This design comes from an exercise in tuning for small area, a short achievable clock period and few clock cycles per item on the open sky130 flow, not from production work. No functional check of the RTL was part of this run. No activity file was given, so power comes from the tool's default toggle rates.

==> design.v <==
module fpcvt (
    input  wire        clk,
    input  wire        rst,
    input  wire        in_valid,
    output wire        in_ready,
    input  wire [31:0] x,
    input  wire [3:0]  fmt,
    input  wire        ovf_ieee,
    input  wire        tern,
    output reg         out_valid,
    output reg  [31:0] y,
    output reg         flag_ovf,
    output reg         flag_nan
);
    assign in_ready = 1'b1;
    reg        v1;
    reg [31:0] x1;
    reg [3:0]  fmt1;
    reg        ovf_ieee1, tern1;
    always @(posedge clk) begin
        if (rst) v1 <= 1'b0;
        else     v1 <= in_valid;
        x1        <= x;
        fmt1      <= fmt;
        ovf_ieee1 <= ovf_ieee;
        tern1     <= tern;
    end
    wire        s    = x1[31];
    wire [7:0]  ex   = x1[30:23];
    wire [22:0] mx   = x1[22:0];
    wire        exz  = ~|ex;
    wire        exo  = &ex;
    wire        mxz  = ~|mx;
    wire [7:0]  ee   = {ex[7:1], ex[0] | exz};        
    wire f_fp32 = fmt1 == 4'h0;
    wire f_bf16 = fmt1 == 4'h1;
    wire f_fp16 = fmt1 == 4'h2;
    wire f_e4m3 = fmt1 == 4'h3;
    wire f_e5m2 = fmt1 == 4'h4;
    wire f_e3m2 = fmt1 == 4'h5;
    wire f_e2m3 = fmt1 == 4'h6;
    wire f_e2m1 = fmt1 == 4'h7;
    wire [5:0] c1 = f_fp16 ? 6'd6 : f_e4m3 ? 6'd21 : f_e5m2 ? 6'd14 : f_e3m2 ? 6'd26 :
                    f_e2m3 ? 6'd27 : f_e2m1 ? 6'd29 : 6'd30;
    wire [5:0] c2 = f_fp32 ? 6'd8   : f_bf16 ? 6'd24  : f_fp16 ? 6'd21  : (f_e4m3 | f_e2m3) ? 6'd28 :
                    (f_e5m2 | f_e3m2) ? 6'd29 : 6'd30;
    wire       fnorm = f_fp32 | f_bf16 |
                       ((f_fp16 | f_e5m2) & (ee >= 8'd113)) | (f_e4m3 & (ee >= 8'd121)) |
                       (f_e3m2 & (ee >= 8'd125)) | ((f_e2m3 | f_e2m1) & (ee >= 8'd127));
    wire       tsat  = (f_fp16 & (ee <= 8'd70)) | (f_e4m3 & (ee <= 8'd85)) | (f_e5m2 & (ee <= 8'd78)) |
                       (f_e3m2 & (ee <= 8'd90)) | (f_e2m3 & (ee <= 8'd91)) | (f_e2m1 & (ee <= 8'd93)) |
                       (fmt1[3] & (ee <= 8'd94));
    wire [5:0] diff  = c1 - ee[5:0];
    wire [5:0] t     = fnorm ? c2 : (diff | {6{tsat}});
    wire [7:0] ehi =
          ({8{f_fp32 | f_bf16}} & ex)
        | ({8{fnorm & (f_fp16 | f_e5m2)}} & {3'd0, ~ex[4], ex[3:0]})
        | ({8{fnorm & f_e4m3}} & {4'd0, ~ex[3], ex[2:0]})
        | ({8{fnorm & f_e3m2}} & {5'd0, ~ex[2], ex[1:0]})
        | ({8{fnorm & (f_e2m3 | f_e2m1)}} & {6'd0, ~ex[1], ex[0]})
        | {7'd0, ~fnorm & ~exz};
    wire [38:0] w     = {ehi, mx, 8'd0};
    wire [39:0] shv   = {w, 1'b0} >> t;
    reg  [22:0] smask;
    integer k;
    always @(*)
        for (k = 0; k < 23; k = k + 1)
            smask[k] = (t > k + 9);
    wire neg1 = fmt1[3] & s;
    reg        v2;
    reg [31:0] ain;
    reg        guard, stk;
    reg        s2, neg, nan2, inf2, zero2, big2, kz2, ovf_ieee2, tern2;
    reg [3:0]  fmt2;
    always @(posedge clk) begin
        if (rst) v2 <= 1'b0;
        else     v2 <= v1;
        ain       <= shv[32:1] ^ {32{neg1}};
        guard     <= shv[0];
        stk       <= |(mx & smask);
        s2        <= s;
        neg       <= neg1;
        nan2      <= exo & ~mxz;
        inf2      <= exo & mxz;
        zero2     <= exz & mxz;
        big2      <= ((f_fp16 | f_e5m2) & (ee > 8'd142)) | (f_e4m3 & (ee > 8'd135)) |
                     (f_e3m2 & (ee > 8'd131)) | ((f_e2m3 | f_e2m1) & (ee > 8'd129)) |
                     (fmt1[3] & (ee > 8'd158));
        kz2       <= t[5];
        ovf_ieee2 <= ovf_ieee1;
        tern2     <= tern1;
        fmt2      <= fmt1;
    end
    wire g_fp32 = fmt2 == 4'h0;
    wire g_bf16 = fmt2 == 4'h1;
    wire g_fp16 = fmt2 == 4'h2;
    wire g_e4m3 = fmt2 == 4'h3;
    wire g_e5m2 = fmt2 == 4'h4;
    wire g_e3m2 = fmt2 == 4'h5;
    wire g_e2m3 = fmt2 == 4'h6;
    wire g_e2m1 = fmt2 == 4'h7;
    wire g_i32  = fmt2 == 4'h8;
    wire g_i16  = fmt2 == 4'h9;
    wire g_i8   = fmt2 == 4'hA;
    wire g_u8   = fmt2 == 4'hB;
    wire g_i4   = fmt2 == 4'hC;
    wire g_i2   = fmt2 == 4'hD;
    wire g_bin  = fmt2 == 4'hE;
    wire isint  = fmt2[3];
    wire        up    = guard & (stk | (ain[0] ^ neg));
    wire        cin   = up ^ neg;
    wire [31:0] r     = ain + {31'd0, cin};
    wire frov = (up & ((g_bf16 & (ain[14:0] == 15'h7F7F)) | (g_fp16 & (ain[14:0] == 15'h7BFF)) |
                       (g_e5m2 & (ain[6:0] == 7'h7B)) | (g_e4m3 & (ain[6:0] == 7'h7E)) |
                       ((g_e3m2 | g_e2m3) & (ain[4:0] == 5'h1F)) | (g_e2m1 & (ain[2:0] == 3'h7)))) |
                (g_e4m3 & (ain[6:0] == 7'h7F));
    wire pos_ok = (g_i32 & ~ain[31]) |
                  (g_i16 & ~(|ain[31:15]) & ~(up & (&ain[14:0]))) |
                  (g_i8  & ~(|ain[31:7])  & ~(up & (&ain[6:0]))) |
                  (g_u8  & ~(|ain[31:8])  & ~(up & (&ain[7:0]))) |
                  (g_i4  & ~(|ain[31:3])  & ~(up & (&ain[2:0]))) |
                  (g_i2  & ~(|ain[31:1])  & ~(up & ain[0]));
    wire neg_ok = (kz2 & ~up) |
                  (g_i32 & (ain[31] | (ain[30:0] == 31'h7FFFFFFF & ~up))) |
                  (g_i16 & ((&ain[31:15]) | ((&ain[31:16]) & ~ain[15] & (&ain[14:0]) & ~up))) |
                  (g_i8  & ((&ain[31:7])  | ((&ain[31:8])  & ~ain[7]  & (&ain[6:0]) & ~up))) |
                  (g_i4  & ((&ain[31:3])  | ((&ain[31:4])  & ~ain[3]  & (&ain[2:0]) & ~up))) |
                  (g_i2 & ~tern2 & ((&ain[31:1]) | ((&ain[31:2]) & ~ain[1] & ain[0] & ~up))) |
                  (g_i2 & tern2 & ((&ain) | ((&ain[31:1]) & ~ain[0] & ~up)));
    wire iovf   = big2 | inf2 | (s2 ? ~neg_ok : ~pos_ok);
    wire fovf   = big2 | frov;
    wire [31:0] wmask = g_fp32 | g_i32 ? 32'hFFFFFFFF :
                        (g_bf16 | g_fp16 | g_i16) ? 32'h0000FFFF :
                        (g_e4m3 | g_e5m2 | g_i8 | g_u8) ? 32'h000000FF :
                        (g_e3m2 | g_e2m3) ? 32'h0000003F :
                        (g_e2m1 | g_i4) ? 32'h0000000F :
                        g_i2 ? 32'h00000003 : 32'h00000001;
    wire [31:0] wtop  = wmask ^ {1'b0, wmask[31:1]};    
    wire fhasinf = g_fp32 | g_bf16 | g_fp16 | g_e5m2;
    wire fhasnan = fhasinf | g_e4m3;
    wire selr = ~nan2 & (isint ? ~iovf : ~inf2 & ~fovf) & ~g_bin;
    wire [31:0] fnan = g_fp32 ? 32'h7FC00000 : g_bf16 ? 32'h7FC0 : g_fp16 ? 32'h7E00 :
                       g_e5m2 ? 32'h7E : g_e4m3 ? 32'h7F : 32'd0;
    wire [31:0] finf = g_fp32 ? 32'h7F800000 : (g_bf16 ? 32'h7F80 : 32'd0) | (g_fp16 ? 32'h7C00 : 32'd0) |
                       (g_e5m2 ? 32'h7C : 32'd0);
    wire [31:0] fmax = g_fp32 ? 32'h7F7FFFFF : g_bf16 ? 32'h7F7F : g_fp16 ? 32'h7BFF :
                       g_e5m2 ? 32'h7B : g_e4m3 ? 32'h7E : (g_e3m2 | g_e2m3) ? 32'h1F : 32'h7;
    wire useinf = fhasinf & (inf2 | ovf_ieee2);
    wire [31:0] fcon = nan2 ? fnan : ((useinf ? finf : fmax) | (wtop & {32{s2}}));
    wire [31:0] icon = nan2 ? 32'd0 :
                       s2 ? (g_u8 ? 32'd0 : (g_i2 & tern2) ? 32'h3 : wtop) :
                            (g_u8 ? 32'hFF : {1'b0, wmask[31:1]});
    wire [31:0] ccon = g_bin ? {31'd0, ~s2 & ~nan2 & ~zero2} : isint ? icon : fcon;
    wire [31:0] res   = selr ? ((r & wmask) | (wtop & {32{s2 & ~isint}})) : ccon;
    wire        r_nan = nan2 & ~(fhasnan & ~isint);
    wire        r_ovf = ~nan2 & ~g_bin & (isint ? iovf : (inf2 ? ~fhasinf : fovf));
    always @(posedge clk) begin
        if (rst) out_valid <= 1'b0;
        else     out_valid <= v2;
        y        <= res;
        flag_ovf <= r_ovf;
        flag_nan <= r_nan;
    end
endmodule
==> run.sh <==
#!/bin/bash
# synth_recipe.tcl (not shown) runs the flow's synth.tcl, then flattens the netlist and writes it again
# the make line also repeats each setting of config.mk as NAME=value (left out here)
make -C /OpenROAD-flow-scripts/flow DESIGN_CONFIG=/design/flow/config.mk WORK_HOME=/design/flow/orfs CLKGATE_MAP_FILE= SYNTH_SCRIPT=/design/flow/synth_recipe.tcl finish
==> config.mk <==
export PLATFORM = sky130hd
export DESIGN_NAME = fpcvt
export DESIGN_NICKNAME = fpcvt
export VERILOG_FILES = /design/flow/design.v
export SDC_FILE = /design/flow/constraint.sdc
export NUM_CORES = 4
export LEC_CHECK = 0
export CAP_MARGIN = 20
export CORE_MARGIN = 2
export CORE_UTILIZATION = 40
export SLEW_MARGIN = 20
==> constraint.sdc <==
create_clock -name core_clock -period 17.0 [get_ports {clk}]
set_input_delay 3.4000 -clock core_clock [delete_from_list [all_inputs] [get_ports {clk}]]
set_output_delay 3.4000 -clock core_clock [all_outputs]
set_load 0.01 [all_outputs]
==> out/metrics.yaml <==
status:
  outcome: "finished clean"
power_and_ir_drop:
  power.density_mw_per_mm2: 107
  power_w: 0.00102
  ir_worst_vdd_uv: 73.4
  power_leakage_nw: 3.43
grt:
  grt_pass1_vias: 7344
  grt_max_degree: 42
  grt_first_pass_wirelength_mm: 41.5
  overflow: 0
  grt_usage_pct: 24.1
  antenna_found_initial: 0
synth:
  yosys-top-cells-count: "122 x dfxtp_1, 103 x nor2_1, 88 x nand2_1, 65 x mux2i_1, 63 x a21oi_1"
  yosys.cell_count.top_type: "dfxtp_1"
  async_flop_share_pct: 0
  synth_area_mm2: 0.00815
  synth_flop_cell: "dfxtp_1"
  synth_cell_type_count: 77
  yosysTopAreaCell: "dfxtp_1"
  syn_inst: 1041
  synth.area.top_cells: "dfxtp_1 30%, mux2i_1 8.0%, xnor2_1 5.6%, nor2_1 4.7%, nand2_1 4.1%"
  synth_top_area_share_pct: 30.0
  ys_warn_count: 1
  ys_seq_elements: 122
  syn_avg_cell_area_um2: 7.82
  syn-num-nets: 1090
  synth_edf_count: 0
  yosysSeqAreaShare_pct: 30.0
critical_path:
  critPathLaunch: "x1[26]"
  cp_max_fo: 15
  critPathKind: "flip-flop to flip-flop"
  reg2reg_depth: 15
  cp-end-kind: "flip-flop"
  worstPathArrival_ns: 5.55
  worst_ep_required_time_ns: 17.29
  startpoint_type: "flip-flop"
  r2r-start: "x1[26]"
timing:
  hold_viol_final: 0
  layout_worst_path_cycle_share_pct: 31.0
  clock-skew-final_ns: 0.0123
  max_freq_ghz: 0.190
  relSlewSlack_pct: 36.6
  tightest_slew_ns: 0.944
  min_period_ns: 5.26
  slew_viol_final: 0
  worst_slack_ns: 11.74
  setup_viol: 0
  final.setup.tns_ns: 0
  rsz0062_at_grt: "no"
cts:
  clkSinkCount: 122
  cts_setup_buffers: 0
  cts_resized: 0
  cts_buffers: 17
  tritoncts: "built"
  clock_latency_ns: 0.43
  cts_root_buf: "clkbuf_16"
  cts_hold_buf: 0
  ctsLongestPathBuffers: 2
  clkTransAtPathRegs_ns: 0.06
  htreeDepth: 4
placed_design:
  pre_cts_slack_ns: 11.82
  port_buffers: 75
  place.gp.congestion: 0.943
  place_inst: 1320
  hpwl_mm: 19.1
hold_path:
  hold_class: "flip-flop to flip-flop"
  hold_depth: 0
  hold_start: "ovf_ieee1"
finish:
  seq_area_mm2: 0.00244
  diodes: 0
  nFillCells: 1952
  final_nets: 1118
  multi_input_area_mm2: 0.00529
  drive_gt1_share_pct: 6.10
  fin_cells: 1352
  area_growth_pct: 17.1
run:
  maxCapViolations: 0
route:
  drc: 0
  via_per_inst: 6.13
  first_iter_violations: 1018
  drtPass1Iterations: 6
  route.detailed.wl_per_inst_um: 19.5
  dr_total_vias: 8285
  routed_wl_mm: 26.4
  ant_nets: 0
die:
  die_y_um: 147
  die_x_um: 147
  ios: 77
  rows: 52
  start_util_pct: 40.5
  coreArea_mm2: 0.0201
  dieArea_mm2: 0.0215
registers in the layout (all words and copies together), names as in the netlist, 4 cells and up:
register / cells
fmt1: 4
y: 32
fmt2: 4
ain: 32
x1: 32
cells in the final DEF, fill, tap and decap left out, types with 6 or more instances in the layout:
master / synthesis / layout
a211oi_1: 12 / 12
a21o_1: 15 / 15
a21oi_1: 63 / 63
a311oi_1: 8 / 8
a31oi_1: 13 / 13
and2_1: 7 / 7
buf_4: 2 / 11
clkbuf_16: 0 / 17
clkdlybuf4s50_1: 0 / 75
dfxtp_1: 122 / 122
ha_1: 7 / 7
inv_1: 16 / 16
inv_6: 0 / 7
mux2i_1: 65 / 65
nand2_1: 88 / 88
nand2b_1: 12 / 12
nand3_1: 50 / 50
nand4_1: 20 / 20
nor2_1: 103 / 103
nor2b_1: 13 / 13
nor3_1: 30 / 30
nor4_1: 17 / 17
o211ai_1: 14 / 14
o21ai_0: 62 / 62
o22ai_1: 18 / 18
o31ai_1: 18 / 18
o32ai_1: 6 / 6
or2_2: 6 / 6
or3_1: 7 / 7
or4_1: 7 / 7
xnor2_1: 52 / 52
xor2_1: 18 / 18
path summary, 6_finish.rpt:
kind	slack, ns	end
setup / recovery	11.74	ain[10]
hold / removal	0.33	ovf_ieee2
setup reg to reg	11.74	ain[10]
hold reg to reg	0.33	ovf_ieee2
layer usage:
layer	vias to the layer above	share of wire (%)	global-route usage [%]
met4	0	3.5	11.0
met3	68	8.2	3.85
li1	3885	-	-
met5	-	0	0
met2	502	46	37.2
met1	3830	43	33.0
per-stage QoR:
stage	hold WS [ns]	instance area, um2	utilization, %
2_1_floorplan	0.310	8150	-
3_3_place_gp	0.312	8980	44.7
3_5_place_dp	0.323	8980	44.7
4_1_cts	0.335	9540	47.5
5_1_grt	0.332	9540	47.5
6_report	0.330	9540	47.5
power breakdown:
part | total [W] | switching (W) | leakage (nW) | internal [W]
Sequential | 0.000371 | 0.0000510 | 1.02 | 0.000320
Clock | 0.000352 | 0.000148 | 0.273 | 0.000204
Combinational | 0.000298 | 0.000173 | 2.14 | 0.000124
Total | 0.00102 | 0.000372 | 3.43 | 0.000648
final cells by class:
cell class,instances,area share [%]
multi-input combinational,823,55.5
sequential,122,25.6
timing repair buffer,86,8.73
clock buffer,18,4.50
tap,270,3.54
clock inverter,14,1.40
inverter,19,0.748
kinds of logic (layout without fill, tap and decap cells):
group	Yosys count	in the layout	share of synthesized area, %
fa+ha+maj	9	9	1.44
xor+xnor	70	70	7.53
simple gates	388	388	23.8
flops	122	122	30.0
other cells	1	1	0.0460
mux	70	70	8.96
compound gates	285	285	23.2
buf+inv	96	137	5.04
critical path, stage by stage (launching register included):
cell and delay, ns:
dfxtp_1 0.48, or4_4 0.64, or4_1 0.58, nand2b_1 0.12
ha_1 0.18, nor2b_1 0.06, o31a_1 0.26, or4b_2 0.63
a31oi_1 0.18, a21o_1 0.20, inv_1 0.26, nor2_1 0.74
nand2_1 0.32, o22ai_1 0.20, a311oi_1 0.08, xnor2_1 0.17

[port drivers added, routing unchanged]
Ports are ideal in the flow. The routed layout listed here was re-timed in OpenROAD.
Step 1, drivers: a clkbuf_16 drives clk and a buf_2 each remaining input, both assumed.
Step 2, shift: input delay + t, output delay - t, t = (earliest + latest rising clock arrival at the registers) / 2. This alone moves slack from input paths to output paths.
Three values: no drivers, after step 1, after step 2; two values: the first two.
t (ns): 0.469
setup slack, ns: 11.738 / 11.738 / 11.738
worst setup path at the end: register to register
After both steps this run still meets setup and hold. The setup slack of this run moves by 0.000 ns with the drivers and by 0.000 ns with both steps.
